This design comes from an exercise in tuning for small area and few clock cycles on the open sky130 flow, not from production work.
Where RTL was checked, it was by simulation tests only, not by an equivalence proof against the original.
Only the layout flow was run in run 2; the RTL was not checked for function there.
Power is estimated from default activity; no workload was simulated.

## flow/design.v (module list and top-level ports; edited modules follow where they fit)
// module tdc_fa: 9 lines
// module tdc_ha: 8 lines
// module tdc_pp3: 11 lines
// module tdc_cmp: 8 lines
// module tdc_add: 14 lines
// module tdc_inc: 11 lines
// module tdc_geu: 12 lines
// module tdc_dstep: 12 lines
// module tdc_mul: 1144 lines
// module tdc_calc: 217 lines
module tdc_calc (
    input  wire        clk,
    input  wire        rst,           
    input  wire        cmd_valid,
    output wire        cmd_ready,
    input  wire [1:0]  cmd_op,        
    input  wire [23:0] cmd_s1,        
    input  wire [23:0] cmd_s2,        
    input  wire [31:0] cmd_r,         
    input  wire [20:0] cmd_k_start,   
    input  wire [20:0] cmd_k_stop,    
    output reg         cal_done,
    output reg         cal_pass,
    output wire [31:0] gain,
    output wire [15:0] offset,
    output wire [31:0] m1,
    output wire [31:0] m2,
    output reg         res_done,
    output wire [47:0] value,
    output wire [31:0] vmin,
    output wire [31:0] vmax,
    output wire        order_rev,
    output wire        below_res,
    output wire [15:0] shots,
    output wire [15:0] rev
);
  // ...
==> flow/run.sh <==
#!/bin/bash
# synth_recipe.tcl (not shown) runs the flow's synth.tcl, then flattens the netlist and writes it again
# the make line also repeats each setting of config.mk as NAME=value (left out here)
make -C /OpenROAD-flow-scripts/flow DESIGN_CONFIG=/design/flow/config.mk WORK_HOME=/design/flow/orfs CLKGATE_MAP_FILE= SYNTH_SCRIPT=/design/flow/synth_recipe.tcl finish
==> flow/config.mk <==
export PLATFORM = sky130hd
export DESIGN_NAME = tdc_calc
export DESIGN_NICKNAME = tdc_calc
export VERILOG_FILES = /design/flow/design.v
export SDC_FILE = /design/flow/constraint.sdc
export NUM_CORES = 4
export LEC_CHECK = 0
export CAP_MARGIN = 20
export CELL_PAD_IN_SITES_DETAIL_PLACEMENT = 2
export CELL_PAD_IN_SITES_GLOBAL_PLACEMENT = 2
export CORE_MARGIN = 2
export CORE_UTILIZATION = 30
export SLEW_MARGIN = 20
export SYNTH_HIERARCHICAL = 1
export SYNTH_MINIMUM_KEEP_SIZE = 0
==> flow/constraint.sdc <==
create_clock -name core_clock -period 30.0 [get_ports {clk}]
set_input_delay 6.0000 -clock core_clock [delete_from_list [all_inputs] [get_ports {clk}]]
set_output_delay 6.0000 -clock core_clock [all_outputs]
set_load 0.01 [all_outputs]
==> qor.yml, run 1 <==
power_and_ir_drop:
  clockPowerShare_pct: 16.0
  intPower_uw: 1740
  power.density_nw_per_um2: 73.1
  swShare_pct: 48.3
  total_power_uw: 3360
  top_power_group: "combinational logic"
global_route:
  grt_pass1_vias: 38200
  use_met2_pct: 45.7
  overflow: 0
  grt_use_total_pct: 28.4
routing:
  wl_met1_um: 75300
  vias: 34800
  post-route-drc-count: 0
cells_and_area:
  final_cell_mix: "fa_1, a222oi_1, clkdlybuf4s50_1"
  layout_commonest_cell: "fa_1"
  layoutNonFillerInstCount: 5610
  register_area_sq_um: 6030
  multi_input_area_share_pct: 66.4
  top_register: "acc"
  clk_share_pct: 3.18
sta:
  worst_slack_ns: 4.10
  setup_viol: 0
  fin_crit_sh_pct: 86.3
  fmax_ghz: 0.0386
  min_period_ns: 25.90
logic_synthesis:
  synth_edf_count: 6
  synth_cells: 3521
  synthDistinctLibCells: 62
critical_path:
  crit_end: "acc[56]"
  slowest_delay_ns: 0.52
floorplan:
  die_w_um: 363
  ios: 389
run_status:
  status: "no timing/DRC/antenna violations"
cts:
  ctsResizeCount: 0
  cts_setup_buffers: 0
  clkLatencyLatePin_ns: 0.62
Testbench counts, summed over its fixed seeds: cycles 30,203.
==> module tdc_calc, before the edit <==
module tdc_calc (
    input  wire        clk,
    input  wire        rst,           
    input  wire        cmd_valid,
    output wire        cmd_ready,
    input  wire [1:0]  cmd_op,        
    input  wire [23:0] cmd_s1,        
    input  wire [23:0] cmd_s2,        
    input  wire [31:0] cmd_r,         
    input  wire [20:0] cmd_k_start,   
    input  wire [20:0] cmd_k_stop,    
    output reg         cal_done,
    output reg         cal_pass,
    output wire [31:0] gain,
    output wire [15:0] offset,
    output wire [31:0] m1,
    output wire [31:0] m2,
    output reg         res_done,
    output wire [47:0] value,
    output wire [31:0] vmin,
    output wire [31:0] vmax,
    output wire        order_rev,
    output wire        below_res,
    output wire [15:0] shots,
    output wire [15:0] rev
);
    localparam OP_CAL = 2'd0, OP_START = 2'd1, OP_SHOT = 2'd2, OP_END = 2'd3;
    localparam K  = 3;                  
    localparam ND = 33 / K;             
    localparam NS = 21 / K;             
    localparam S_IDLE = 3'd0, S_CDIV = 3'd1, S_M3 = 3'd5, S_OFS = 3'd2, S_EPREP = 3'd3,
               S_EDIV = 3'd4;
    reg [2:0] state;
    reg [3:0] step;
    assign cmd_ready = state == S_IDLE || (state == S_OFS && cmd_op == OP_START);
    wire accept   = cmd_valid && cmd_ready;
    wire is_cal   = accept && cmd_op == OP_CAL;
    wire is_start = accept && cmd_op == OP_START;
    wire is_shot  = accept && cmd_op == OP_SHOT;
    wire is_end   = accept && cmd_op == OP_END;
    reg signed [26:0] dlt;
    reg        [28:0] dlt3;             
    reg        [8:0]  ou;
    reg               ob;
    reg        [11:0] m1q;
    reg        [12:0] m2q;
    wire       [8:0]  ofs_v;
    tdc_inc #(.W(9)) u_oinc (.a(ou), .ci(ob), .s(ofs_v));
    assign gain   = {1'b0, ~dlt[26], {3{dlt[26]}}, dlt};
    assign offset = {{7{ofs_v[8]}}, ofs_v};
    assign m1     = {20'd0, m1q};
    assign m2     = {19'd0, m2q};
    reg        [56:0] acc;
    reg        [15:0] cnt;              
    reg        [15:0] nrev;             
    reg        [31:0] tmin, tmax;       
    reg               sgn;              
    reg               big;              
    wire ofs = state == S_OFS;
    wire m3  = state == S_M3;
    wire aux = ofs | m3;
    wire [31:0] r    = m3 ? 32'd6 : ofs ? {16'd0, nrev} : cmd_r;
    wire [21:0] rc   = aux ? 22'd0 : (r[31] ? 22'h1FFFFF : 22'h200000);
    wire [62:0] W;
    tdc_mul u_mul (
        .d(dlt), .d3(dlt3), .r(r), .o(aux ? 9'd0 : ou), .ob(ob & !aux),
        .kp(aux ? 21'd0 : cmd_k_stop), .ks(aux ? 21'd0 : cmd_k_start),
        .rc(rc), .w(W)
    );
    reg  [40:0] vq;                     
    reg         shot_v;
    wire ofs_b = W[33] & ((W[32:0] != 33'd0) | W[45]);
    wire        vc = vq[7] & (!vq[40] | (vq[6:0] != 7'd0));
    wire [32:0] t33;
    tdc_inc #(.W(33)) u_tinc (.a(vq[40:8]), .ci(vc), .s(t33));
    wire [31:0] t = (t33[32] != t33[31]) ? {t33[32], {31{!t33[32]}}} : t33[31:0];
    wire t_ge_min, max_ge_t;
    tdc_geu #(.W(32)) u_cmin (.a({~t[31], t[30:0]}), .b({~tmin[31], tmin[30:0]}), .ge(t_ge_min));
    tdc_geu #(.W(32)) u_cmax (.a({~tmax[31], tmax[30:0]}), .b({~t[31], t[30:0]}), .ge(max_ge_t));
    wire [15:0] cnt_inc, nrev_inc;
    tdc_inc #(.W(16)) u_cinc (.a(cnt), .ci(1'b1), .s(cnt_inc));
    tdc_inc #(.W(16)) u_rinc (.a(nrev), .ci(vq[40]), .s(nrev_inc));
    wire        prep  = state == S_EPREP;
    wire        aneg  = acc[56];
    wire [56:0] add_a = acc ^ {57{prep & aneg}};
    wire [56:0] add_b = prep ? {34'd0, cnt, 7'd0} : {{16{vq[40]}}, vq};
    wire [56:0] add_s;
    wire        add_co;
    tdc_add #(.W(57)) u_acc (.a(add_a), .b(add_b), .ci(prep & aneg), .s(add_s), .co(add_co));
    wire [24:0] dm;
    wire        dm_co;
    tdc_add #(.W(25)) u_dm (.a({cmd_s2[23], cmd_s2}), .b(~{cmd_s1[23], cmd_s1}), .ci(1'b1),
                            .s(dm), .co(dm_co));
    wire s1_ok = cmd_s1[23:16] == 8'd0 &&
                 (cmd_s1[15:11] == 5'b01111 || cmd_s1[15:11] == 5'b10000 || cmd_s1[15:0] == 16'h8800);
    wire dm_ok = dm[24:16] == 9'd0 &&
                 (dm[15:10] == 6'b011111 || dm[15:10] == 6'b100000 || dm[15:0] == 16'h8400);
    wire cal_ok = s1_ok && dm_ok;
    wire [11:0] m1_new;
    wire [12:0] m2_new;
    tdc_inc #(.W(12)) u_m1 (.a(cmd_s1[15:4]), .ci(cmd_s1[3]), .s(m1_new));
    tdc_inc #(.W(13)) u_m2 (.a(cmd_s2[16:4]), .ci(cmd_s2[3]), .s(m2_new));
    wire [15:0] dr [0:K];
    wire [32:0] dq [0:K];
    assign dr[0] = acc[48:33];
    assign dq[0] = acc[32:0];
    genvar gi;
    generate
        for (gi = 0; gi < K; gi = gi + 1) begin : g_div
            wire fit;
            tdc_dstep u_step (.r_in(dr[gi]), .qb(dq[gi][32]), .d(cnt), .r_out(dr[gi+1]), .fit(fit));
            assign dq[gi+1] = {dq[gi][31:0], fit};
        end
    endgenerate
    wire [31:0] mag = acc[32:1];
    wire [32:0] sval;
    tdc_inc #(.W(33)) u_neg (.a({1'b0, mag} ^ {33{sgn}}), .ci(sgn), .s(sval));
    assign value     = {{15{sval[32]}}, sval};
    assign order_rev = sval[32];
    assign below_res = mag[31:5] == 27'd0;
    assign vmin  = tmin;
    assign vmax  = tmax;
    assign shots = cnt;
    assign rev   = nrev;
    always @(posedge clk) begin
        cal_done <= 1'b0;
        res_done <= 1'b0;
        vq       <= W[62:22];
        shot_v   <= is_shot;
        if (shot_v) begin
            acc  <= add_s;
            cnt  <= cnt_inc;
            nrev <= nrev_inc;
            if (cnt == 16'd0 || !t_ge_min) tmin <= t;
            if (cnt == 16'd0 || !max_ge_t) tmax <= t;
            if (vq[40:26] != {15{vq[40]}}) big <= 1'b1;
        end
        if (is_start) begin
            acc  <= 57'd0;
            cnt  <= 16'd0;
            nrev <= 16'd0;
            tmin <= 32'd0;
            tmax <= 32'd0;
            big  <= 1'b0;
        end
        case (state)
            S_IDLE: begin
                if (is_cal) begin
                    cal_pass <= cal_ok;
                    if (cal_ok) begin
                        m1q   <= m1_new;
                        m2q   <= m2_new;
                        cnt   <= dm[15:0];
                        nrev  <= cmd_s1[15:0];
                        acc   <= {8'd0, 16'd16384, 16'd0, dm[15:0], 1'b0};
                        step  <= 4'd0;
                        state <= S_CDIV;
                    end else begin
                        cal_done <= 1'b1;
                    end
                end
                if (is_end) state <= S_EPREP;
            end
            S_CDIV: begin
                acc[48:0] <= {dr[K], dq[K]};
                step      <= step + 4'd1;
                if (step == ND - 1) begin
                    dlt   <= dq[K][28:2];             
                    state <= S_M3;
                end
            end
            S_M3: begin
                dlt3  <= W[29:1];
                state <= S_OFS;
            end
            S_OFS: begin
                ou       <= ~W[42:34];
                ob       <= !ofs_b;
                cal_done <= 1'b1;
                state    <= S_IDLE;
            end
            S_EPREP: begin
                if (big) acc <= {7'd0, add_s[56:7]};
                else     acc <= {8'd0, add_s[43:7], 12'd0};
                sgn  <= aneg;
                step <= 4'd0;
                if (cnt == 16'd0) begin
                    res_done <= 1'b1;
                    state    <= S_IDLE;
                end else begin
                    state    <= S_EDIV;
                end
            end
            S_EDIV: begin
                acc[48:0] <= {dr[K], dq[K]};
                step      <= step + 4'd1;
                if (step == (big ? ND - 1 : NS - 1)) begin
                    res_done <= 1'b1;
                    state    <= S_IDLE;
                end
            end
            default: state <= S_IDLE;
        endcase
        if (rst) begin
            state    <= S_IDLE;
            shot_v   <= 1'b0;
            cal_done <= 1'b0;
            res_done <= 1'b0;
            dlt      <= 27'sd0;
            dlt3     <= 29'd0;
            ou       <= 9'd0;
            ob       <= 1'b0;
            m1q      <= 12'd0;
            m2q      <= 13'd0;
        end
    end
endmodule
==> inputs of run 2 (changes only) <==
--- a/flow/design.v
+++ b/flow/design.v
@@ -81,24 +81,25 @@
     wire [16:0] sh = {r_in, qb};
     wire [16:0] df;
     tdc_add #(.W(17)) u_sub (.a(sh), .b(~{1'b0, d}), .ci(1'b1), .s(df), .co(fit));
     assign r_out = fit ? df[15:0] : sh[15:0];
 endmodule
 module tdc_mul (
     input  wire [26:0] d,
     input  wire [28:0] d3,
-    input  wire [31:0] r,
-    input  wire [8:0]  o,
+    input  wire [31:0] rn,                 
+    input  wire [8:0]  on,                 
     input  wire        ob,
-    input  wire [20:0] kp,
+    input  wire [20:0] kpn,                
     input  wire [20:0] ks,
     input  wire [21:0] rc,
     output wire [62:0] w
 );
+    wire [31:0] r  = ~rn;
     wire [29:0] dx = {{3{d[26]}}, d};           
     wire s0a = ~r[1] & r[0];
     wire s0b = r[1] & ~r[0];
     wire s0c = r[1] & r[0];
     wire [28:0] pn0;
     tdc_pp3 u_pp0 [28:0] (.a(s0a), .b(s0b), .c(s0c), .x(dx[28:0]), .y({dx[27:0], 1'b0}), .z(d3), .pn(pn0));
     wire s1a = ~r[3] & r[2];
     wire s1b = r[3] & ~r[2];
@@ -202,95 +203,95 @@
     tdc_fa u_t29 (.a(t3), .b(pn4[23]), .c(pn5[21]), .s(t29), .co(t30));
     wire t31, t32;
     tdc_fa u_t31 (.a(pn6[19]), .b(pn7[17]), .c(pn8[15]), .s(t31), .co(t32));
     wire t33, t34;
     tdc_fa u_t33 (.a(pn9[13]), .b(pn10[11]), .c(pn11[9]), .s(t33), .co(t34));
     wire t35, t36;
     tdc_fa u_t35 (.a(pn12[7]), .b(pn13[5]), .c(pn14[3]), .s(t35), .co(t36));
     wire t37, t38;
-    tdc_fa u_t37 (.a((r[31] & d[0])), .b(~(r[30] & d[1])), .c(~r[1]), .s(t37), .co(t38));
+    tdc_fa u_t37 (.a((r[31] & d[0])), .b(~(r[30] & d[1])), .c(rn[1]), .s(t37), .co(t38));
     wire t39, t40;
     tdc_fa u_t39 (.a(t5), .b(pn5[22]), .c(pn6[20]), .s(t39), .co(t40));
     wire t41, t42;
     tdc_fa u_t41 (.a(pn7[18]), .b(pn8[16]), .c(pn9[14]), .s(t41), .co(t42));
     wire t43, t44;
     tdc_fa u_t43 (.a(pn10[12]), .b(pn11[10]), .c(pn12[8]), .s(t43), .co(t44));
     wire t45, t46;
     tdc_fa u_t45 (.a(pn13[6]), .b(pn14[4]), .c((r[31] & d[1])), .s(t45), .co(t46));
     wire t47, t48;
-    tdc_fa u_t47 (.a(~(r[30] & d[2])), .b(~r[2]), .c(~o[2]), .s(t47), .co(t48));
+    tdc_fa u_t47 (.a(~(r[30] & d[2])), .b(rn[2]), .c(on[2]), .s(t47), .co(t48));
     wire t49, t50;
-    tdc_fa u_t49 (.a(~kp[2]), .b(ks[2]), .c(1'b1), .s(t49), .co(t50));
+    tdc_fa u_t49 (.a(kpn[2]), .b(ks[2]), .c(1'b1), .s(t49), .co(t50));
     wire t51, t52;
     tdc_fa u_t51 (.a(t7), .b(pn5[23]), .c(pn6[21]), .s(t51), .co(t52));
     wire t53, t54;
     tdc_fa u_t53 (.a(pn7[19]), .b(pn8[17]), .c(pn9[15]), .s(t53), .co(t54));
     wire t55, t56;
     tdc_fa u_t55 (.a(pn10[13]), .b(pn11[11]), .c(pn12[9]), .s(t55), .co(t56));
     wire t57, t58;
     tdc_fa u_t57 (.a(pn13[7]), .b(pn14[5]), .c((r[31] & d[2])), .s(t57), .co(t58));
     wire t59, t60;
-    tdc_fa u_t59 (.a(~(r[30] & d[3])), .b(~r[3]), .c(~o[3]), .s(t59), .co(t60));
+    tdc_fa u_t59 (.a(~(r[30] & d[3])), .b(rn[3]), .c(on[3]), .s(t59), .co(t60));
     wire t61, t62;
-    tdc_ha u_t61 (.a(~kp[3]), .b(ks[3]), .s(t61), .co(t62));
+    tdc_ha u_t61 (.a(kpn[3]), .b(ks[3]), .s(t61), .co(t62));
     wire t63, t64;
     tdc_fa u_t63 (.a(~pn3[28]), .b(pn4[26]), .c(pn5[24]), .s(t63), .co(t64));
     wire t65, t66;
     tdc_fa u_t65 (.a(pn6[22]), .b(pn7[20]), .c(pn8[18]), .s(t65), .co(t66));
     wire t67, t68;
     tdc_fa u_t67 (.a(pn9[16]), .b(pn10[14]), .c(pn11[12]), .s(t67), .co(t68));
     wire t69, t70;
     tdc_fa u_t69 (.a(pn12[10]), .b(pn13[8]), .c(pn14[6]), .s(t69), .co(t70));
     wire t71, t72;
-    tdc_fa u_t71 (.a((r[31] & d[3])), .b(~(r[30] & d[4])), .c(~r[4]), .s(t71), .co(t72));
+    tdc_fa u_t71 (.a((r[31] & d[3])), .b(~(r[30] & d[4])), .c(rn[4]), .s(t71), .co(t72));
     wire t73, t74;
-    tdc_fa u_t73 (.a(~o[4]), .b(~kp[4]), .c(ks[4]), .s(t73), .co(t74));
+    tdc_fa u_t73 (.a(on[4]), .b(kpn[4]), .c(ks[4]), .s(t73), .co(t74));
     wire t75, t76;
     tdc_fa u_t75 (.a(pn4[27]), .b(pn5[25]), .c(pn6[23]), .s(t75), .co(t76));
     wire t77, t78;
     tdc_fa u_t77 (.a(pn7[21]), .b(pn8[19]), .c(pn9[17]), .s(t77), .co(t78));
     wire t79, t80;
     tdc_fa u_t79 (.a(pn10[15]), .b(pn11[13]), .c(pn12[11]), .s(t79), .co(t80));
     wire t81, t82;
     tdc_fa u_t81 (.a(pn13[9]), .b(pn14[7]), .c((r[31] & d[4])), .s(t81), .co(t82));
     wire t83, t84;
-    tdc_fa u_t83 (.a(~(r[30] & d[5])), .b(~r[5]), .c(~o[5]), .s(t83), .co(t84));
+    tdc_fa u_t83 (.a(~(r[30] & d[5])), .b(rn[5]), .c(on[5]), .s(t83), .co(t84));
     wire t85, t86;
-    tdc_fa u_t85 (.a(~kp[5]), .b(ks[5]), .c(1'b1), .s(t85), .co(t86));
+    tdc_fa u_t85 (.a(kpn[5]), .b(ks[5]), .c(1'b1), .s(t85), .co(t86));
     wire t87, t88;
     tdc_fa u_t87 (.a(~pn4[28]), .b(pn5[26]), .c(pn6[24]), .s(t87), .co(t88));
     wire t89, t90;
     tdc_fa u_t89 (.a(pn7[22]), .b(pn8[20]), .c(pn9[18]), .s(t89), .co(t90));
     wire t91, t92;
     tdc_fa u_t91 (.a(pn10[16]), .b(pn11[14]), .c(pn12[12]), .s(t91), .co(t92));
     wire t93, t94;
     tdc_fa u_t93 (.a(pn13[10]), .b(pn14[8]), .c((r[31] & d[5])), .s(t93), .co(t94));
     wire t95, t96;
-    tdc_fa u_t95 (.a(~(r[30] & d[6])), .b(~r[6]), .c(~o[6]), .s(t95), .co(t96));
+    tdc_fa u_t95 (.a(~(r[30] & d[6])), .b(rn[6]), .c(on[6]), .s(t95), .co(t96));
     wire t97, t98;
     tdc_fa u_t97 (.a(pn5[27]), .b(pn6[25]), .c(pn7[23]), .s(t97), .co(t98));
     wire t99, t100;
     tdc_fa u_t99 (.a(pn8[21]), .b(pn9[19]), .c(pn10[17]), .s(t99), .co(t100));
     wire t101, t102;
     tdc_fa u_t101 (.a(pn11[15]), .b(pn12[13]), .c(pn13[11]), .s(t101), .co(t102));
     wire t103, t104;
     tdc_fa u_t103 (.a(pn14[9]), .b((r[31] & d[6])), .c(~(r[30] & d[7])), .s(t103), .co(t104));
     wire t105, t106;
-    tdc_fa u_t105 (.a(~r[7]), .b(~o[7]), .c(1'b1), .s(t105), .co(t106));
+    tdc_fa u_t105 (.a(rn[7]), .b(on[7]), .c(1'b1), .s(t105), .co(t106));
     wire t107, t108;
     tdc_fa u_t107 (.a(~pn5[28]), .b(pn6[26]), .c(pn7[24]), .s(t107), .co(t108));
     wire t109, t110;
     tdc_fa u_t109 (.a(pn8[22]), .b(pn9[20]), .c(pn10[18]), .s(t109), .co(t110));
     wire t111, t112;
     tdc_fa u_t111 (.a(pn11[16]), .b(pn12[14]), .c(pn13[12]), .s(t111), .co(t112));
     wire t113, t114;
     tdc_fa u_t113 (.a(pn14[10]), .b((r[31] & d[7])), .c(~(r[30] & d[8])), .s(t113), .co(t114));
     wire t115, t116;
-    tdc_fa u_t115 (.a(~r[8]), .b(o[8]), .c(1'b1), .s(t115), .co(t116));
+    tdc_fa u_t115 (.a(rn[8]), .b(~on[8]), .c(1'b1), .s(t115), .co(t116));
     wire t117, t118;
     tdc_fa u_t117 (.a(pn6[27]), .b(pn7[25]), .c(pn8[23]), .s(t117), .co(t118));
     wire t119, t120;
     tdc_fa u_t119 (.a(pn9[21]), .b(pn10[19]), .c(pn11[17]), .s(t119), .co(t120));
     wire t121, t122;
     tdc_fa u_t121 (.a(pn12[15]), .b(pn13[13]), .c(pn14[11]), .s(t121), .co(t122));
     wire t123, t124;
     tdc_fa u_t123 (.a(~pn6[28]), .b(pn7[26]), .c(pn8[24]), .s(t123), .co(t124));
@@ -386,27 +387,27 @@
     tdc_fa u_t213 (.a(pn8[13]), .b(pn9[11]), .c(pn10[9]), .s(t213), .co(t214));
     wire t215, t216;
     tdc_fa u_t215 (.a(pn11[7]), .b(pn12[5]), .c(pn13[3]), .s(t215), .co(t216));
     wire t217, t218;
     tdc_ha u_t217 (.a(pn14[1]), .b(t14), .s(t217), .co(t218));
     wire t219, t220;
     tdc_fa u_t219 (.a(t21), .b(t23), .c(t25), .s(t219), .co(t220));
     wire t221, t222;
-    tdc_fa u_t221 (.a(t27), .b(~(r[30] & d[0])), .c(~r[0]), .s(t221), .co(t222));
+    tdc_fa u_t221 (.a(t27), .b(~(r[30] & d[0])), .c(rn[0]), .s(t221), .co(t222));
     wire t223, t224;
-    tdc_fa u_t223 (.a(~o[0]), .b(~ob), .c(~kp[0]), .s(t223), .co(t224));
+    tdc_fa u_t223 (.a(on[0]), .b(~ob), .c(kpn[0]), .s(t223), .co(t224));
     wire t225, t226;
     tdc_ha u_t225 (.a(ks[0]), .b(t18), .s(t225), .co(t226));
     wire t227, t228;
     tdc_fa u_t227 (.a(t29), .b(t31), .c(t33), .s(t227), .co(t228));
     wire t229, t230;
-    tdc_fa u_t229 (.a(t35), .b(t37), .c(~o[1]), .s(t229), .co(t230));
+    tdc_fa u_t229 (.a(t35), .b(t37), .c(on[1]), .s(t229), .co(t230));
     wire t231, t232;
-    tdc_fa u_t231 (.a(~kp[1]), .b(ks[1]), .c(t2), .s(t231), .co(t232));
+    tdc_fa u_t231 (.a(kpn[1]), .b(ks[1]), .c(t2), .s(t231), .co(t232));
     wire t233, t234;
     tdc_fa u_t233 (.a(t22), .b(t24), .c(t26), .s(t233), .co(t234));
     wire t235, t236;
     tdc_fa u_t235 (.a(t39), .b(t41), .c(t43), .s(t235), .co(t236));
     wire t237, t238;
     tdc_fa u_t237 (.a(t45), .b(t47), .c(t49), .s(t237), .co(t238));
     wire t239, t240;
     tdc_ha u_t239 (.a(t4), .b(t30), .s(t239), .co(t240));
@@ -434,105 +435,105 @@
     tdc_fa u_t261 (.a(t81), .b(t83), .c(t85), .s(t261), .co(t262));
     wire t263, t264;
     tdc_ha u_t263 (.a(t64), .b(t66), .s(t263), .co(t264));
     wire t265, t266;
     tdc_fa u_t265 (.a(t68), .b(t70), .c(t72), .s(t265), .co(t266));
     wire t267, t268;
     tdc_fa u_t267 (.a(t87), .b(t89), .c(t91), .s(t267), .co(t268));
     wire t269, t270;
-    tdc_fa u_t269 (.a(t93), .b(t95), .c(~kp[6]), .s(t269), .co(t270));
+    tdc_fa u_t269 (.a(t93), .b(t95), .c(kpn[6]), .s(t269), .co(t270));
     wire t271, t272;
     tdc_fa u_t271 (.a(ks[6]), .b(t76), .c(t78), .s(t271), .co(t272));
     wire t273, t274;
     tdc_fa u_t273 (.a(t80), .b(t82), .c(t84), .s(t273), .co(t274));
     wire t275, t276;
     tdc_fa u_t275 (.a(t97), .b(t99), .c(t101), .s(t275), .co(t276));
     wire t277, t278;
-    tdc_fa u_t277 (.a(t103), .b(t105), .c(~kp[7]), .s(t277), .co(t278));
+    tdc_fa u_t277 (.a(t103), .b(t105), .c(kpn[7]), .s(t277), .co(t278));
     wire t279, t280;
     tdc_ha u_t279 (.a(ks[7]), .b(t88), .s(t279), .co(t280));
     wire t281, t282;
     tdc_fa u_t281 (.a(t90), .b(t92), .c(t94), .s(t281), .co(t282));
     wire t283, t284;
     tdc_fa u_t283 (.a(t107), .b(t109), .c(t111), .s(t283), .co(t284));
     wire t285, t286;
-    tdc_fa u_t285 (.a(t113), .b(t115), .c(~kp[8]), .s(t285), .co(t286));
+    tdc_fa u_t285 (.a(t113), .b(t115), .c(kpn[8]), .s(t285), .co(t286));
     wire t287, t288;
     tdc_ha u_t287 (.a(ks[8]), .b(t98), .s(t287), .co(t288));
     wire t289, t290;
     tdc_fa u_t289 (.a(t100), .b(t102), .c(t104), .s(t289), .co(t290));
     wire t291, t292;
     tdc_fa u_t291 (.a(t117), .b(t119), .c(t121), .s(t291), .co(t292));
     wire t293, t294;
-    tdc_fa u_t293 (.a((r[31] & d[8])), .b(~(r[30] & d[9])), .c(~r[9]), .s(t293), .co(t294));
+    tdc_fa u_t293 (.a((r[31] & d[8])), .b(~(r[30] & d[9])), .c(rn[9]), .s(t293), .co(t294));
     wire t295, t296;
-    tdc_fa u_t295 (.a(~kp[9]), .b(ks[9]), .c(t108), .s(t295), .co(t296));
+    tdc_fa u_t295 (.a(kpn[9]), .b(ks[9]), .c(t108), .s(t295), .co(t296));
     wire t297, t298;
     tdc_fa u_t297 (.a(t110), .b(t112), .c(t114), .s(t297), .co(t298));
     wire t299, t300;
     tdc_fa u_t299 (.a(t123), .b(t125), .c(pn12[16]), .s(t299), .co(t300));
     wire t301, t302;
     tdc_fa u_t301 (.a(pn13[14]), .b(pn14[12]), .c((r[31] & d[9])), .s(t301), .co(t302));
     wire t303, t304;
-    tdc_fa u_t303 (.a(~(r[30] & d[10])), .b(~r[10]), .c(~kp[10]), .s(t303), .co(t304));
+    tdc_fa u_t303 (.a(~(r[30] & d[10])), .b(rn[10]), .c(kpn[10]), .s(t303), .co(t304));
     wire t305, t306;
     tdc_fa u_t305 (.a(ks[10]), .b(t118), .c(t120), .s(t305), .co(t306));
     wire t307, t308;
     tdc_fa u_t307 (.a(t127), .b(t129), .c(pn12[17]), .s(t307), .co(t308));
     wire t309, t310;
     tdc_fa u_t309 (.a(pn13[15]), .b(pn14[13]), .c((r[31] & d[10])), .s(t309), .co(t310));
     wire t311, t312;
-    tdc_fa u_t311 (.a(~(r[30] & d[11])), .b(~r[11]), .c(~kp[11]), .s(t311), .co(t312));
+    tdc_fa u_t311 (.a(~(r[30] & d[11])), .b(rn[11]), .c(kpn[11]), .s(t311), .co(t312));
     wire t313, t314;
     tdc_ha u_t313 (.a(ks[11]), .b(t124), .s(t313), .co(t314));
     wire t315, t316;
     tdc_fa u_t315 (.a(t131), .b(pn10[22]), .c(pn11[20]), .s(t315), .co(t316));
     wire t317, t318;
     tdc_fa u_t317 (.a(pn12[18]), .b(pn13[16]), .c(pn14[14]), .s(t317), .co(t318));
     wire t319, t320;
-    tdc_fa u_t319 (.a((r[31] & d[11])), .b(~(r[30] & d[12])), .c(~r[12]), .s(t319), .co(t320));
+    tdc_fa u_t319 (.a((r[31] & d[11])), .b(~(r[30] & d[12])), .c(rn[12]), .s(t319), .co(t320));
     wire t321, t322;
-    tdc_fa u_t321 (.a(~kp[12]), .b(ks[12]), .c(t128), .s(t321), .co(t322));
+    tdc_fa u_t321 (.a(kpn[12]), .b(ks[12]), .c(t128), .s(t321), .co(t322));
     wire t323, t324;
     tdc_fa u_t323 (.a(t133), .b(pn10[23]), .c(pn11[21]), .s(t323), .co(t324));
     wire t325, t326;
     tdc_fa u_t325 (.a(pn12[19]), .b(pn13[17]), .c(pn14[15]), .s(t325), .co(t326));
     wire t327, t328;
-    tdc_fa u_t327 (.a((r[31] & d[12])), .b(~(r[30] & d[13])), .c(~r[13]), .s(t327), .co(t328));
+    tdc_fa u_t327 (.a((r[31] & d[12])), .b(~(r[30] & d[13])), .c(rn[13]), .s(t327), .co(t328));
     wire t329, t330;
-    tdc_ha u_t329 (.a(~kp[13]), .b(ks[13]), .s(t329), .co(t330));
+    tdc_ha u_t329 (.a(kpn[13]), .b(ks[13]), .s(t329), .co(t330));
     wire t331, t332;
     tdc_fa u_t331 (.a(~pn8[28]), .b(pn9[26]), .c(pn10[24]), .s(t331), .co(t332));
     wire t333, t334;
     tdc_fa u_t333 (.a(pn11[22]), .b(pn12[20]), .c(pn13[18]), .s(t333), .co(t334));
     wire t335, t336;
     tdc_fa u_t335 (.a(pn14[16]), .b((r[31] & d[13])), .c(~(r[30] & d[14])), .s(t335), .co(t336));
     wire t337, t338;
-    tdc_fa u_t337 (.a(~r[14]), .b(~kp[14]), .c(ks[14]), .s(t337), .co(t338));
+    tdc_fa u_t337 (.a(rn[14]), .b(kpn[14]), .c(ks[14]), .s(t337), .co(t338));
     wire t339, t340;
     tdc_fa u_t339 (.a(pn9[27]), .b(pn10[25]), .c(pn11[23]), .s(t339), .co(t340));
     wire t341, t342;
     tdc_fa u_t341 (.a(pn12[21]), .b(pn13[19]), .c(pn14[17]), .s(t341), .co(t342));
     wire t343, t344;
-    tdc_fa u_t343 (.a((r[31] & d[14])), .b(~(r[30] & d[15])), .c(~r[15]), .s(t343), .co(t344));
+    tdc_fa u_t343 (.a((r[31] & d[14])), .b(~(r[30] & d[15])), .c(rn[15]), .s(t343), .co(t344));
     wire t345, t346;
-    tdc_fa u_t345 (.a(~kp[15]), .b(ks[15]), .c(1'b1), .s(t345), .co(t346));
+    tdc_fa u_t345 (.a(kpn[15]), .b(ks[15]), .c(1'b1), .s(t345), .co(t346));
     wire t347, t348;
     tdc_fa u_t347 (.a(~pn9[28]), .b(pn10[26]), .c(pn11[24]), .s(t347), .co(t348));
     wire t349, t350;
     tdc_fa u_t349 (.a(pn12[22]), .b(pn13[20]), .c(pn14[18]), .s(t349), .co(t350));
     wire t351, t352;
-    tdc_fa u_t351 (.a((r[31] & d[15])), .b(~(r[30] & d[16])), .c(~r[16]), .s(t351), .co(t352));
+    tdc_fa u_t351 (.a((r[31] & d[15])), .b(~(r[30] & d[16])), .c(rn[16]), .s(t351), .co(t352));
     wire t353, t354;
     tdc_fa u_t353 (.a(pn10[27]), .b(pn11[25]), .c(pn12[23]), .s(t353), .co(t354));
     wire t355, t356;
     tdc_fa u_t355 (.a(pn13[21]), .b(pn14[19]), .c((r[31] & d[16])), .s(t355), .co(t356));
     wire t357, t358;
-    tdc_fa u_t357 (.a(~(r[30] & d[17])), .b(~r[17]), .c(1'b1), .s(t357), .co(t358));
+    tdc_fa u_t357 (.a(~(r[30] & d[17])), .b(rn[17]), .c(1'b1), .s(t357), .co(t358));
     wire t359, t360;
     tdc_fa u_t359 (.a(~pn10[28]), .b(pn11[26]), .c(pn12[24]), .s(t359), .co(t360));
     wire t361, t362;
     tdc_fa u_t361 (.a(pn13[22]), .b(pn14[20]), .c((r[31] & d[17])), .s(t361), .co(t362));
     wire t363, t364;
     tdc_fa u_t363 (.a(pn11[27]), .b(pn12[25]), .c(pn13[23]), .s(t363), .co(t364));
     wire t365, t366;
     tdc_fa u_t365 (.a(pn14[21]), .b((r[31] & d[18])), .c(1'b1), .s(t365), .co(t366));
@@ -740,47 +741,47 @@
     tdc_fa u_t567 (.a(t339), .b(t341), .c(t343), .s(t567), .co(t568));
     wire t569, t570;
     tdc_ha u_t569 (.a(t345), .b(t332), .s(t569), .co(t570));
     wire t571, t572;
     tdc_fa u_t571 (.a(t334), .b(t336), .c(t338), .s(t571), .co(t572));
     wire t573, t574;
     tdc_fa u_t573 (.a(t347), .b(t349), .c(t351), .s(t573), .co(t574));
     wire t575, t576;
-    tdc_fa u_t575 (.a(~kp[16]), .b(ks[16]), .c(t340), .s(t575), .co(t576));
+    tdc_fa u_t575 (.a(kpn[16]), .b(ks[16]), .c(t340), .s(t575), .co(t576));
     wire t577, t578;
     tdc_fa u_t577 (.a(t342), .b(t344), .c(t346), .s(t577), .co(t578));
     wire t579, t580;
     tdc_fa u_t579 (.a(t353), .b(t355), .c(t357), .s(t579), .co(t580));
     wire t581, t582;
-    tdc_ha u_t581 (.a(~kp[17]), .b(ks[17]), .s(t581), .co(t582));
+    tdc_ha u_t581 (.a(kpn[17]), .b(ks[17]), .s(t581), .co(t582));
     wire t583, t584;
     tdc_fa u_t583 (.a(t348), .b(t350), .c(t352), .s(t583), .co(t584));
     wire t585, t586;
     tdc_fa u_t585 (.a(t359), .b(t361), .c(~(r[30] & d[18])), .s(t585), .co(t586));
     wire t587, t588;
-    tdc_fa u_t587 (.a(~r[18]), .b(~kp[18]), .c(ks[18]), .s(t587), .co(t588));
+    tdc_fa u_t587 (.a(rn[18]), .b(kpn[18]), .c(ks[18]), .s(t587), .co(t588));
     wire t589, t590;
     tdc_fa u_t589 (.a(t354), .b(t356), .c(t358), .s(t589), .co(t590));
     wire t591, t592;
     tdc_fa u_t591 (.a(t363), .b(t365), .c(~(r[30] & d[19])), .s(t591), .co(t592));
     wire t593, t594;
-    tdc_fa u_t593 (.a(~r[19]), .b(~kp[19]), .c(ks[19]), .s(t593), .co(t594));
+    tdc_fa u_t593 (.a(rn[19]), .b(kpn[19]), .c(ks[19]), .s(t593), .co(t594));
     wire t595, t596;
     tdc_ha u_t595 (.a(t360), .b(t362), .s(t595), .co(t596));
     wire t597, t598;
     tdc_fa u_t597 (.a(t367), .b(pn14[22]), .c((r[31] & d[19])), .s(t597), .co(t598));
     wire t599, t600;
-    tdc_fa u_t599 (.a(~(r[30] & d[20])), .b(~r[20]), .c(kp[20]), .s(t599), .co(t600));
+    tdc_fa u_t599 (.a(~(r[30] & d[20])), .b(rn[20]), .c(~kpn[20]), .s(t599), .co(t600));
     wire t601, t602;
     tdc_fa u_t601 (.a(~ks[20]), .b(t364), .c(t366), .s(t601), .co(t602));
     wire t603, t604;
     tdc_fa u_t603 (.a(pn12[27]), .b(pn13[25]), .c(pn14[23]), .s(t603), .co(t604));
     wire t605, t606;
-    tdc_fa u_t605 (.a((r[31] & d[20])), .b(~(r[30] & d[21])), .c(~r[21]), .s(t605), .co(t606));
+    tdc_fa u_t605 (.a((r[31] & d[20])), .b(~(r[30] & d[21])), .c(rn[21]), .s(t605), .co(t606));
     wire t607, t608;
     tdc_fa u_t607 (.a(~pn12[28]), .b(pn13[26]), .c(pn14[24]), .s(t607), .co(t608));
     wire t609, t610;
     tdc_fa u_t609 (.a(pn13[27]), .b(pn14[25]), .c(1'b1), .s(t609), .co(t610));
     wire t611, t612;
     tdc_fa u_t611 (.a(pn0[6]), .b(pn1[4]), .c(1'b1), .s(t611), .co(t612));
     wire t613, t614;
     tdc_fa u_t613 (.a(pn0[7]), .b(pn1[5]), .c(pn2[3]), .s(t613), .co(t614));
@@ -958,37 +959,37 @@
     tdc_fa u_t785 (.a(t592), .b(t594), .c(t596), .s(t785), .co(t786));
     wire t787, t788;
     tdc_fa u_t787 (.a(t603), .b(t605), .c(t368), .s(t787), .co(t788));
     wire t789, t790;
     tdc_fa u_t789 (.a(t598), .b(t600), .c(t602), .s(t789), .co(t790));
     wire t791, t792;
     tdc_fa u_t791 (.a(t607), .b((r[31] & d[21])), .c(~(r[30] & d[22])), .s(t791), .co(t792));
     wire t793, t794;
-    tdc_fa u_t793 (.a(~r[22]), .b(t604), .c(t606), .s(t793), .co(t794));
+    tdc_fa u_t793 (.a(rn[22]), .b(t604), .c(t606), .s(t793), .co(t794));
     wire t795, t796;
     tdc_fa u_t795 (.a(t609), .b((r[31] & d[22])), .c(~(r[30] & d[23])), .s(t795), .co(t796));
     wire t797, t798;
-    tdc_ha u_t797 (.a(~r[23]), .b(t608), .s(t797), .co(t798));
+    tdc_ha u_t797 (.a(rn[23]), .b(t608), .s(t797), .co(t798));
     wire t799, t800;
     tdc_fa u_t799 (.a(~pn13[28]), .b(pn14[26]), .c((r[31] & d[23])), .s(t799), .co(t800));
     wire t801, t802;
-    tdc_fa u_t801 (.a(~(r[30] & d[24])), .b(~r[24]), .c(t610), .s(t801), .co(t802));
+    tdc_fa u_t801 (.a(~(r[30] & d[24])), .b(rn[24]), .c(t610), .s(t801), .co(t802));
     wire t803, t804;
     tdc_fa u_t803 (.a(pn14[27]), .b((r[31] & d[24])), .c(~(r[30] & d[25])), .s(t803), .co(t804));
     wire t805, t806;
-    assign t805 = r[25];
-    assign t806 = ~r[25];
+    assign t805 = ~rn[25];
+    assign t806 = rn[25];
     wire t807, t808;
     tdc_fa u_t807 (.a(~pn14[28]), .b((r[31] & d[25])), .c((r[30] & d[26])), .s(t807), .co(t808));
     wire t809, t810;
-    assign t809 = r[26];
-    assign t810 = ~r[26];
+    assign t809 = ~rn[26];
+    assign t810 = rn[26];
     wire t811, t812;
-    tdc_fa u_t811 (.a(~(r[31] & d[26])), .b(~r[27]), .c(1'b1), .s(t811), .co(t812));
+    tdc_fa u_t811 (.a(~(r[31] & d[26])), .b(rn[27]), .c(1'b1), .s(t811), .co(t812));
     wire t813, t814;
     tdc_fa u_t813 (.a(pn0[4]), .b(pn1[2]), .c(1'b1), .s(t813), .co(t814));
     wire t815, t816;
     tdc_fa u_t815 (.a(pn0[5]), .b(pn1[3]), .c(pn2[1]), .s(t815), .co(t816));
     wire t817, t818;
     tdc_fa u_t817 (.a(t611), .b(pn2[2]), .c(pn3[0]), .s(t817), .co(t818));
     wire t819, t820;
     tdc_fa u_t819 (.a(t613), .b(pn3[1]), .c(~rc[7]), .s(t819), .co(t820));
@@ -1200,24 +1201,24 @@
     tdc_fa u_t1025 (.a(t913), .b(t798), .c(t912), .s(t1025), .co(t1026));
     wire t1027, t1028;
     tdc_fa u_t1027 (.a(t915), .b(t802), .c(t914), .s(t1027), .co(t1028));
     wire t1029, t1030;
     tdc_fa u_t1029 (.a(t917), .b(t806), .c(t916), .s(t1029), .co(t1030));
     wire t1031, t1032;
     tdc_fa u_t1031 (.a(t919), .b(t810), .c(t918), .s(t1031), .co(t1032));
     wire t1033, t1034;
-    tdc_fa u_t1033 (.a(~r[28]), .b(t812), .c(t920), .s(t1033), .co(t1034));
+    tdc_fa u_t1033 (.a(rn[28]), .b(t812), .c(t920), .s(t1033), .co(t1034));
     wire t1035, t1036;
-    assign t1035 = r[29];
-    assign t1036 = ~r[29];
+    assign t1035 = ~rn[29];
+    assign t1036 = rn[29];
     wire t1037, t1038;
-    assign t1037 = r[30];
-    assign t1038 = ~r[30];
-    wire [62:0] an = {1'b0, r[31], t1037, t1035, t1033, t1031, t1029, t1027, t1025, t1023, t1021, t1019, t1017, t1015, t1013, t1011, t1009, t1007, t1005, t1003, t1001, t999, t997, t995, t993, t991, t989, t987, t985, t983, t981, t979, t977, t975, t973, t971, t969, t967, t965, t963, t961, t959, t957, t955, t953, t951, t949, t947, t945, t943, t941, t939, t937, t935, t933, t931, t929, t927, t925, t923, t921, pn0[1], pn0[0]};
+    assign t1037 = ~rn[30];
+    assign t1038 = rn[30];
+    wire [62:0] an = {1'b0, ~rn[31], t1037, t1035, t1033, t1031, t1029, t1027, t1025, t1023, t1021, t1019, t1017, t1015, t1013, t1011, t1009, t1007, t1005, t1003, t1001, t999, t997, t995, t993, t991, t989, t987, t985, t983, t981, t979, t977, t975, t973, t971, t969, t967, t965, t963, t961, t959, t957, t955, t953, t951, t949, t947, t945, t943, t941, t939, t937, t935, t933, t931, t929, t927, t925, t923, t921, pn0[1], pn0[0]};
     wire [62:0] bn = {1'b1, t1038, t1036, t1034, t1032, t1030, t1028, t1026, t1024, t1022, t1020, t1018, t1016, t1014, t1012, t1010, t1008, t1006, t1004, t1002, t1000, t998, t996, t994, t992, t990, t988, t986, t984, t982, t980, t978, t976, t974, t972, t970, t968, t966, t964, t962, t960, t958, t956, t954, t952, t950, t948, t946, t944, t942, t940, t938, t936, t934, t932, t930, t928, t926, t924, t922, ~rc[2], ~rc[1], ~rc[0]};
     wire [32:0] cl;                   
     assign cl[0] = 1'b1;
     wire [62:0] wn;
     tdc_fa u_lo [31:0] (.a(an[31:0]), .b(bn[31:0]), .c(cl[31:0]), .s(wn[31:0]), .co(cl[32:1]));
     wire [62:32] h0, h1;
     wire [63:32] c0, c1;
     assign c0[32] = 1'b1;               
@@ -1287,18 +1288,18 @@
     reg               big;              
     wire ofs = state == S_OFS;
     wire m3  = state == S_M3;
     wire aux = ofs | m3;
     wire [31:0] r    = m3 ? 32'd6 : ofs ? {16'd0, nrev} : cmd_r;
     wire [21:0] rc   = aux ? 22'd0 : (r[31] ? 22'h1FFFFF : 22'h200000);
     wire [62:0] W;
     tdc_mul u_mul (
-        .d(dlt), .d3(dlt3), .r(r), .o(aux ? 9'd0 : ou), .ob(ob & !aux),
-        .kp(aux ? 21'd0 : cmd_k_stop), .ks(aux ? 21'd0 : cmd_k_start),
+        .d(dlt), .d3(dlt3), .rn(~r), .on(~(aux ? 9'd0 : ou)), .ob(ob & !aux),
+        .kpn(~(aux ? 21'd0 : cmd_k_stop)), .ks(aux ? 21'd0 : cmd_k_start),
         .rc(rc), .w(W)
     );
     reg  [40:0] vq;                     
     reg         shot_v;
     wire ofs_b = W[33] & ((W[32:0] != 33'd0) | W[45]);
     wire        vc = vq[7] & (!vq[40] | (vq[6:0] != 7'd0));
     wire [32:0] t33;
     tdc_inc #(.W(33)) u_tinc (.a(vq[40:8]), .ci(vc), .s(t33));
--- a/flow/config.mk
+++ b/flow/config.mk
@@ -5,11 +5,12 @@
 export SDC_FILE = /design/flow/constraint.sdc
 export NUM_CORES = 4
 export LEC_CHECK = 0
 export CAP_MARGIN = 20
 export CELL_PAD_IN_SITES_DETAIL_PLACEMENT = 2
 export CELL_PAD_IN_SITES_GLOBAL_PLACEMENT = 2
 export CORE_MARGIN = 2
 export CORE_UTILIZATION = 30
+export GPL_TIMING_DRIVEN = 0
 export SLEW_MARGIN = 20
 export SYNTH_HIERARCHICAL = 1
 export SYNTH_MINIMUM_KEEP_SIZE = 0
==> run 2 against run 1 <==
Against the previous run: via count grew 1.4%; clock-buffer cell count up 3; power grew 0.30%; combinational power up 4%; register-to-register slack got worse by 0.08 ns; maximum frequency is 0.30% lower; design area rose by 3.9%; flip-flop and latch count unchanged; routed wire length increased by 5.0%; sequential share of layout area fell by 0.38 points; largest cell class unchanged; largest power group unchanged; highest routed layer unchanged.
==> qor.yml, run 2 <==
logic_synthesis:
  yosys.cell_count.top_type: "fa_1"  # unchanged
  synthDistinctLibCells: 60  # was 62
  ys_ff_latch: 298  # unchanged
  synth_ff_type: "dfxtp_1"  # unchanged
  async_flop_share_pct: 0  # unchanged
  syn_area_per_cell_sq_um: 11.1  # was 11.0 sq um
  syn_area_sq_um: 38300  # was 38600 sq um
  synthTopCellsByArea: "fa_1, dfxtp_1, a222oi_1"  # unchanged
  synth_cells: 3463  # was 3521
  yosysWarningCount: 7  # unchanged
  synth-seq-area-share_pct: 15.7  # was 15.6%
  synth_top_area_cell: "fa_1"  # unchanged
  synth_edf_count: 6  # unchanged
  synth_top_area_share_pct: 38.0  # was 37.7%
  ys_top_cells_by_count: "fa_1, a222oi_1, dfxtp_1"  # was fa_1, a222oi_1, inv_1
floorplan:
  die_w_um: 361  # was 363 um
  die_area_sq_um: 130000  # was 132000 sq um
  row_count: 131  # unchanged
  core_sq_um: 127000  # was 128000 sq um
  ios: 389  # unchanged
  fp.dieH_um: 361  # was 363 um
  initial_core_util_pct: 30.1  # was 30.2%
cells_and_area:
  area_growth_pct: 24.8  # was 19.0%
  largest_register_ffs: 57  # unchanged
  final_cell_mix: "fa_1, a222oi_1, clkdlybuf4s50_1"  # unchanged
  layout_commonest_cell: "fa_1"  # unchanged
  reg.largest.list: "acc (57), vq (41)"  # unchanged
  layout-drive-gt1-share_pct: 11.5  # was 9.97%
  top_register: "acc"  # unchanged
  layoutNonFillerInstCount: 5714  # was 5610
  fill_cells: 13400  # was 13600
  final_nets: 5022  # was 4913
placed_design:
  portBuffers: 347  # was 348
  dp.cells: 5638  # was 5525
  place_congestion: 0.907  # was 0.926
  dp_hpwl_um: 153000  # was 134000 um
critical_path:
  path_max_fanout: 10  # was 29
  path_common_cell: "fa_1"  # unchanged
  slowest_delay_ns: 0.52  # about the same
  cp_slowest_cell: "fa_1"  # unchanged
  crit_path_end_kind: "register"  # unchanged
  rrSetupSlack_ns: 4.02  # was 4.10 ns
  cp.required_ns: 30.49  # was 30.52 ns
  arrival_ns: 26.47  # was 26.42 ns
  r2r_cells: 67  # was 65
  rr_startpoint: "state[2]"  # was state[0]
  worstSetupPathType: "reg2reg"  # unchanged
  critPathLaunchType: "register"  # unchanged
  rr_endpoint: "acc[56]"  # unchanged
  cp-startpoint: "state[2]"  # was state[0]
sta:
  finClkSkew_ns: 0.0366  # was 0.0374 ns
  drv_slew: 0  # unchanged
  setup_viol: 0  # unchanged
  fmax_ghz: 0.0385  # was 0.0386 GHz
  min_period_ns: 25.98  # was 25.90 ns
  fin_setup_tns_ns: 0  # unchanged
  rsz0062_at_grt: "no"  # unchanged
  fin_crit_sh_pct: 86.6  # was 86.3%
  finalHoldViolCount: 0  # unchanged
  tightest_slew_ns: 1.33  # was 1.11 ns
  relSlewSlack_pct: 11.2  # was 23.9%
cts:
  clkLatencyLatePin_ns: 0.59  # was 0.62 ns
  cts_sinks: 298  # unchanged
  clk_pin_slew_ns: 0.06  # about the same
  cts_hold_buf: 0  # unchanged
  ctsResizeCount: 0  # unchanged
  cts_root_buf: "clkbuf_16"  # unchanged
  cts_buffer_depth: 3  # unchanged
  cts_made_buffers: 39  # was 43
  cts_max_level: 2  # unchanged
  cts_setup_buffers: 0  # unchanged
  cts_tree: "built"  # unchanged
routing:
  drtIter0Drc: 5877  # was 5824
  vias: 35300  # was 34800
  drt-total-wl_um: 201000  # was 191000 um
  drtAntennaViolNets: 0  # unchanged
  routed_via_density: 6.18  # was 6.21
  post-route-drc-count: 0  # unchanged
  drt-wirelength-per-cell_um: 35.2  # was 34.1 um
  drt_pass1_iterations: 15  # was 13
run:
  cap_violations: 0  # unchanged
min_path:
  whs_path_depth: 2  # unchanged
  hp-start: "m2q[12]"  # was dlt3[14]
  hp-class: "reg2reg"  # unchanged
  hold_end: "m2q[12]"  # was dlt3[14]
run_status:
  status: "no timing/DRC/antenna violations"  # unchanged
global_route:
  grt_pass1_vias: 38400  # was 38200
  grt_use_total_pct: 30.1  # was 28.4%
  overflow: 0  # unchanged
  grt_max_degree: 44  # was 73
  grt_pass1_wl_um: 286000  # was 275000 um
  antenna_found_initial: 10  # unchanged
power_and_ir_drop:
  power.density_nw_per_um2: 70.5  # was 73.1 nW/um^2
  p_leak_uw: 0.0162  # was 0.0157 uW
  ir_drop_v: 0.0000473  # was 0.0000417 V
[run 2: routing by layer]
| metal | up-vias | track usage, % | part of all wire, % |
|---|---|---|---|
| li1 | 14000 | - | - |
| met2 | 2117 | 49.0 | 46 |
| met3 | 538 | 7.72 | 9.2 |
| met5 | - | 0 | 0.030 |
| met1 | 18700 | 37.2 | 39 |
| met4 | 6 | 14.6 | 5.6 |
[run 2: through the flow]
step           utilization (%)  hold WS, ns  cell area, sq um  total power (uW)  setup WS (ns)
6_report                  37.6        0.474             47800              3370           4.02
3_5_place_dp              36.6        0.466             46500              2900           4.29
3_3_place_gp              34.8        0.457             44200              2780           2.96
4_1_cts                   37.6        0.473             47700              3390           4.17
5_1_grt                   37.6        0.501             47700              3610           3.44
2_1_floorplan                -        0.443             38600              1960           6.46
[run 2: power by group]
group	leakage (uW)	switching (uW)	internal, uW	total, uW
combinational	0.0131	1320	960	2280
clock	0.000617	201	274	475
sequential	0.00248	113	496	609
[run 2: final cells by class]
class | count | area [sq um] | share of cell area [%]
Multi-Input combinational cell | 2741 | 30600 | 64.1
Timing Repair Buffer | 425 | 5360 | 11.2
Buffer | 242 | 1320 | 2.76
Clock buffer | 59 | 1150 | 2.41
Inverter | 270 | 1010 | 2.12
Sequential cell | 298 | 6090 | 12.8
Tap cell | 1662 | 2080 | 4.35
Antenna cell | 6 | 15.0 | 0.0314
Clock inverter | 11 | 101 | 0.212
[run 2: cells by family after synthesis]
family | share of synthesized area, %
DFF | 15.7
xor gates and xnor gates | 2.06
other | 0.0883
buffers and inverters | 6.08
AOI/OAI and AO/OA | 17.5
and+or+nand+nor | 7.85
adders and majority gates | 44.8
muxes | 5.84
[run 2: modules after synthesis (local to each module, per instance), a selection]
module | cells | flip-flops and latches
tdc_calc | 1701 | 298
tdc_cmp | 2 | 0
tdc_dstep | 35 | 0
tdc_fa | 1 | 0
tdc_ha | 1 | 0
tdc_mul | 218 | 0
tdc_pp3 | 1 | 0
[run 2: worst max path at each step]
stage	slack (ns)	cells past startpoint	endpoint
after floorplan	6.46	67	acc[56]
after global placement	2.96	43	vq[40]
after detailed placement	4.29	67	acc[56]
after CTS	4.17	67	acc[56]
after global routing	3.44	67	acc[56]
final	4.02	67	acc[56]
[run 2: worst max-delay path, delay by kind of cell, from the launching register on]
family | cells | cell delay, ns
adder cells (fa/ha/maj) | 57 | 23.23
AND/OR/NAND/NOR | 4 | 0.92
multiplexers | 1 | 0.08
flip-flops | 1 | 0.31
buffers and inverters | 5 | 1.32
==> module tdc_dstep, before the edit <==
module tdc_dstep (
    input  wire [15:0] r_in,
    input  wire        qb,
    input  wire [15:0] d,
    output wire [15:0] r_out,
    output wire        fit
);
    wire [16:0] sh = {r_in, qb};
    wire [16:0] df;
    tdc_add #(.W(17)) u_sub (.a(sh), .b(~{1'b0, d}), .ci(1'b1), .s(df), .co(fit));
    assign r_out = fit ? df[15:0] : sh[15:0];
endmodule
==> inputs of run 3 (changes only) <==
--- a/flow/design.v
+++ b/flow/design.v
@@ -72,8 +72,16 @@
     assign ge = c[W];
 endmodule
+module tdc_mx (
+    input  wire s,
+    input  wire a,
+    input  wire b,
+    output wire y
+);
+    assign y = s ? a : b;
+endmodule
 module tdc_dstep (
     input  wire [15:0] r_in,
     input  wire        qb,
-    input  wire [15:0] d,
+    input  wire [15:0] dn,
     output wire [15:0] r_out,
     output wire        fit
@@ -81,6 +89,6 @@
     wire [16:0] sh = {r_in, qb};
     wire [16:0] df;
-    tdc_add #(.W(17)) u_sub (.a(sh), .b(~{1'b0, d}), .ci(1'b1), .s(df), .co(fit));
-    assign r_out = fit ? df[15:0] : sh[15:0];
+    tdc_add #(.W(17)) u_sub (.a(sh), .b({1'b1, dn}), .ci(1'b1), .s(df), .co(fit));
+    tdc_mx u_mx [15:0] (.s(fit), .a(df[15:0]), .b(sh[15:0]), .y(r_out));
 endmodule
 module tdc_mul (
@@ -1331,4 +1339,5 @@
     tdc_inc #(.W(12)) u_m1 (.a(cmd_s1[15:4]), .ci(cmd_s1[3]), .s(m1_new));
     tdc_inc #(.W(13)) u_m2 (.a(cmd_s2[16:4]), .ci(cmd_s2[3]), .s(m2_new));
+    wire [15:0] cnt_n = ~cnt;
     wire [15:0] dr [0:K];
     wire [32:0] dq [0:K];
@@ -1339,5 +1348,5 @@
         for (gi = 0; gi < K; gi = gi + 1) begin : g_div
             wire fit;
-            tdc_dstep u_step (.r_in(dr[gi]), .qb(dq[gi][32]), .d(cnt), .r_out(dr[gi+1]), .fit(fit));
+            tdc_dstep u_step (.r_in(dr[gi]), .qb(dq[gi][32]), .dn(cnt_n), .r_out(dr[gi+1]), .fit(fit));
             assign dq[gi+1] = {dq[gi][31:0], fit};
         end
--- a/flow/config.mk
+++ b/flow/config.mk
@@ -11,5 +11,4 @@
 export CORE_MARGIN = 2
 export CORE_UTILIZATION = 30
-export GPL_TIMING_DRIVEN = 0
 export SLEW_MARGIN = 20
 export SYNTH_HIERARCHICAL = 1
==> run 3 against run 2 <==
Against the previous run: highest routed layer unchanged; global-route usage decreased by 2.2 points; non-clock buffer count decreased by 179; flip-flop and latch count unchanged; critical path depth shrank 3; sequential share of layout area up 0.49 points; largest cell class unchanged; die area fell by 0.48%; clock power is 19% higher; hold slack got worse by 0.017 ns; critical endpoint unchanged; sequential power is 3.4% higher.
==> qor.yml, run 3 <==
run_status:
  status: "no timing/DRC/antenna violations"  # unchanged
cts:
  clk_pin_slew_ns: 0.06  # about the same
  cts_made_buffers: 41  # was 39
  cts_hold_buf: 0  # unchanged
  cts_buffer_depth: 3  # unchanged
  clkLatencyLatePin_ns: 0.61  # was 0.59 ns
  ctsResizeCount: 0  # unchanged
  cts_setup_buffers: 0  # unchanged
  cts_sinks: 298  # unchanged
  cts_root_buf: "clkbuf_16"  # unchanged
  cts_max_level: 2  # unchanged
  cts_tree: "built"  # unchanged
logic_synthesis:
  yosys.cell_count.top_type: "fa_1"  # unchanged
  ys_top_cells_by_count: "fa_1, a222oi_1, dfxtp_1"  # unchanged
  synth_top_area_cell: "fa_1"  # unchanged
  synth_top_area_share_pct: 38.2  # was 38.0%
  synth-seq-area-share_pct: 15.8  # was 15.7%
  async_flop_share_pct: 0  # unchanged
  ys_ff_latch: 298  # unchanged
  synthDistinctLibCells: 59  # was 60
  yosysWarningCount: 7  # unchanged
  synth_ff_type: "dfxtp_1"  # unchanged
  syn_area_per_cell_sq_um: 11.2  # was 11.1 sq um
  synth_edf_count: 6  # unchanged
  synthTopCellsByArea: "fa_1, dfxtp_1, a222oi_1"  # unchanged
  syn_area_sq_um: 38100  # was 38300 sq um
  synth_cells: 3409  # was 3463
global_route:
  grt_max_degree: 79  # was 44
  grt_pass1_wl_um: 268000  # was 286000 um
  grt_use_total_pct: 27.9  # was 30.1%
  grt_pass1_vias: 36900  # was 38400
  antenna_found_initial: 9  # was 10
  overflow: 0  # unchanged
floorplan:
  ios: 389  # unchanged
  row_count: 130  # was 131
  initial_core_util_pct: 30.3  # was 30.1%
  die_w_um: 360  # was 361 um
  core_sq_um: 126000  # was 127000 sq um
  fp.dieH_um: 360  # was 361 um
  die_area_sq_um: 130000  # about the same
routing:
  vias: 33700  # was 35300
  drtIter0Drc: 5271  # was 5877
  drtAntennaViolNets: 0  # unchanged
  post-route-drc-count: 0  # unchanged
  drt_pass1_iterations: 13  # was 15
  drt-wirelength-per-cell_um: 33.7  # was 35.2 um
  routed_via_density: 6.15  # was 6.18
  drt-total-wl_um: 184000  # was 201000 um
power_and_ir_drop:
  ir_drop_v: 0.0000423  # was 0.0000473 V
  power.density_nw_per_um2: 73.2  # was 70.5 nW/um^2
  p_leak_uw: 0.0154  # was 0.0162 uW
sta:
  min_period_ns: 25.97  # was 25.98 ns
  relSlewSlack_pct: 19.9  # was 11.2%
  fin_setup_tns_ns: 0  # unchanged
  rsz0062_at_grt: "no"  # unchanged
  finClkSkew_ns: 0.0417  # was 0.0366 ns
  fmax_ghz: 0.0385  # about the same
  hold_ws_ns: 0.457  # was 0.474 ns
  fin_crit_sh_pct: 86.6  # about the same
  drv_slew: 0  # unchanged
  finalHoldViolCount: 0  # unchanged
  tightest_slew_ns: 1.20  # was 1.33 ns
  setup_viol: 0  # unchanged
cells_and_area:
  final_nets: 4797  # was 5022
  fill_cells: 13400  # about the same
  layout_commonest_cell: "fa_1"  # unchanged
  layout-drive-gt1-share_pct: 10.4  # was 11.5%
  largest_register_ffs: 57  # unchanged
  fin_area_sq_um: 45600  # was 47800 sq um
  reg.largest.list: "acc (57), vq (41)"  # unchanged
  top_register: "acc"  # unchanged
  final_util_pct: 36.2  # was 37.6%
  area_growth_pct: 19.6  # was 24.8%
  final_cell_mix: "fa_1, a222oi_1, clkdlybuf4s50_1"  # unchanged
critical_path:
  cp.required_ns: 30.46  # was 30.49 ns
  slowest_delay_ns: 0.56  # was 0.52 ns
  path_delay_family: "adder cells"  # unchanged
  critPathLaunchType: "register"  # unchanged
  arrival_ns: 26.43  # was 26.47 ns
  crit_path_end_kind: "register"  # unchanged
  path_max_fanout: 30  # was 10
  worst-path-buf-inv: 1  # was 5
  worstSetupPathType: "reg2reg"  # unchanged
  cp_slowest_cell: "inv_1"  # was fa_1
  path_common_cell: "fa_1"  # unchanged
placed_design:
  placed_cell_area_sq_um: 44000  # was 46500 sq um
  dp_hpwl_um: 133000  # was 153000 um
  place_congestion: 0.926  # was 0.907
  portBuffers: 348  # was 347
min_path:
  hp-class: "reg2reg"  # unchanged
run:
  cap_violations: 0  # unchanged
==> run 3: final timing paths <==
check | startpoint | to | slack (ns) | cells past startpoint
worst min register to register | dlt3[18] | dlt3[18] | 0.46 | 2
worst max register to register | state[0] | acc[56] | 4.03 | 64
worst max-delay path | state[0] | acc[56] | 4.03 | 64
worst min-delay path | dlt3[18] | dlt3[18] | 0.46 | 2
==> run 3: layer usage <==
metal  track usage, %  wire length, um  vias up
li1                 -                -    13500
met1             36.1            74100    17800
met2             45.5            86100     1984
met3             5.77            16000      403
met4             11.2             8140        4
met5                0               28        -
==> run 3: cell type report <==
class	count	area, sq um	share of cell area (%)
antenna	5	12.5	0.0275
clock buffer	54	1200	2.63
clock inverter	22	332	0.728
inverter	238	893	1.96
multi-input combinational	2725	30500	66.9
sequential	298	6030	13.2
tap	1650	2060	4.53
timing repair buffer	488	4530	9.94
==> run 3: metrics by stage <==
step,worst slack [ns],std cells,total power (uW)
after detailed placement,4.32,5399,2790
after CTS,4.13,5475,3370
after floorplan,6.46,3497,1970
final,4.03,5480,3340
after global placement,4.57,5397,2710
after global routing,3.28,5477,3600
==> run 3: per-module statistics from Yosys (local to each module, per instance), a selection <==
| module | times used | flip-flops and latches | cell area, sq um |
|---|---|---|---|
| tdc_cmp | 64 | 0 | 15.0 |
| tdc_ha | 147 | 0 | 12.5 |
| tdc_calc | 1 | 298 | 14400 |
| tdc_dstep | 3 | 0 | 3.75 |
| tdc_mx | 48 | 0 | 15.0 |
| tdc_pp3 | 435 | 0 | 10.0 |
| tdc_fa | 727 | 0 | 20.0 |
| tdc_mul | 1 | 0 | 1270 |
==> run 3: where the power goes <==
group	switching [uW]	total [uW]	internal, uW
combinational	1210	2140	932
sequential	134	630	496
clock	214	565	351
total	1560	3340	1780
==> run 3: logic make-up (layout without fill, tap and decap cells) <==
logic type               count (synthesis)  count (layout)  synth area share [%]
adder cells (fa/ha/maj)                942             942                  45.1
XOR/XNOR                                90              90                  2.07
other                                    9             102                0.0887
buffers and inverters                  474             802                  5.55
AND/OR/NAND/NOR                        591             591                  7.57
multiplexers                           206             206                  6.05
flip-flops                             298             298                  15.8
AO/OA/AOI/OAI                          799             799                  17.8
==> run 3: worst register-to-register path, delay by kind of cell, from the launching register on <==
family                     cells  cell delay [ns]
buffers and inverters          1             0.56
adders and majority gates     57            22.99
DFF                            1             0.50
and+or+nand+nor                4             1.33
xor gates and xnor gates       1             0.27
muxes                          1             0.15
Testbench counts of run 3, summed over its fixed seeds: cycles 30,203.

separate check: timing with driven ports:
Ports are ideal in the flow. The routed layouts listed here were re-timed in OpenROAD.
Step 1, drivers: a clkbuf_16 drives clk and a buf_2 each remaining input, both assumed.
Step 2 also shifts input and output timing later by t, the mid clock arrival at the registers, as if the neighbouring blocks saw the same clock.
Slacks: ideal / step 1 / step 2; pairs: ideal / step 1.
run	t, ns	slack for setup (ns)	slew at the worst register clock pin (ns)
run 1	0.657	4.100 / 4.100 / 4.100	0.06 / 0.06
run 2	0.638	4.023 / 4.023 / 4.023	0.06 / 0.06
run 3	0.656	4.025 / 4.025 / 4.025	0.07 / 0.07
After both steps setup and hold are still met in every run listed.
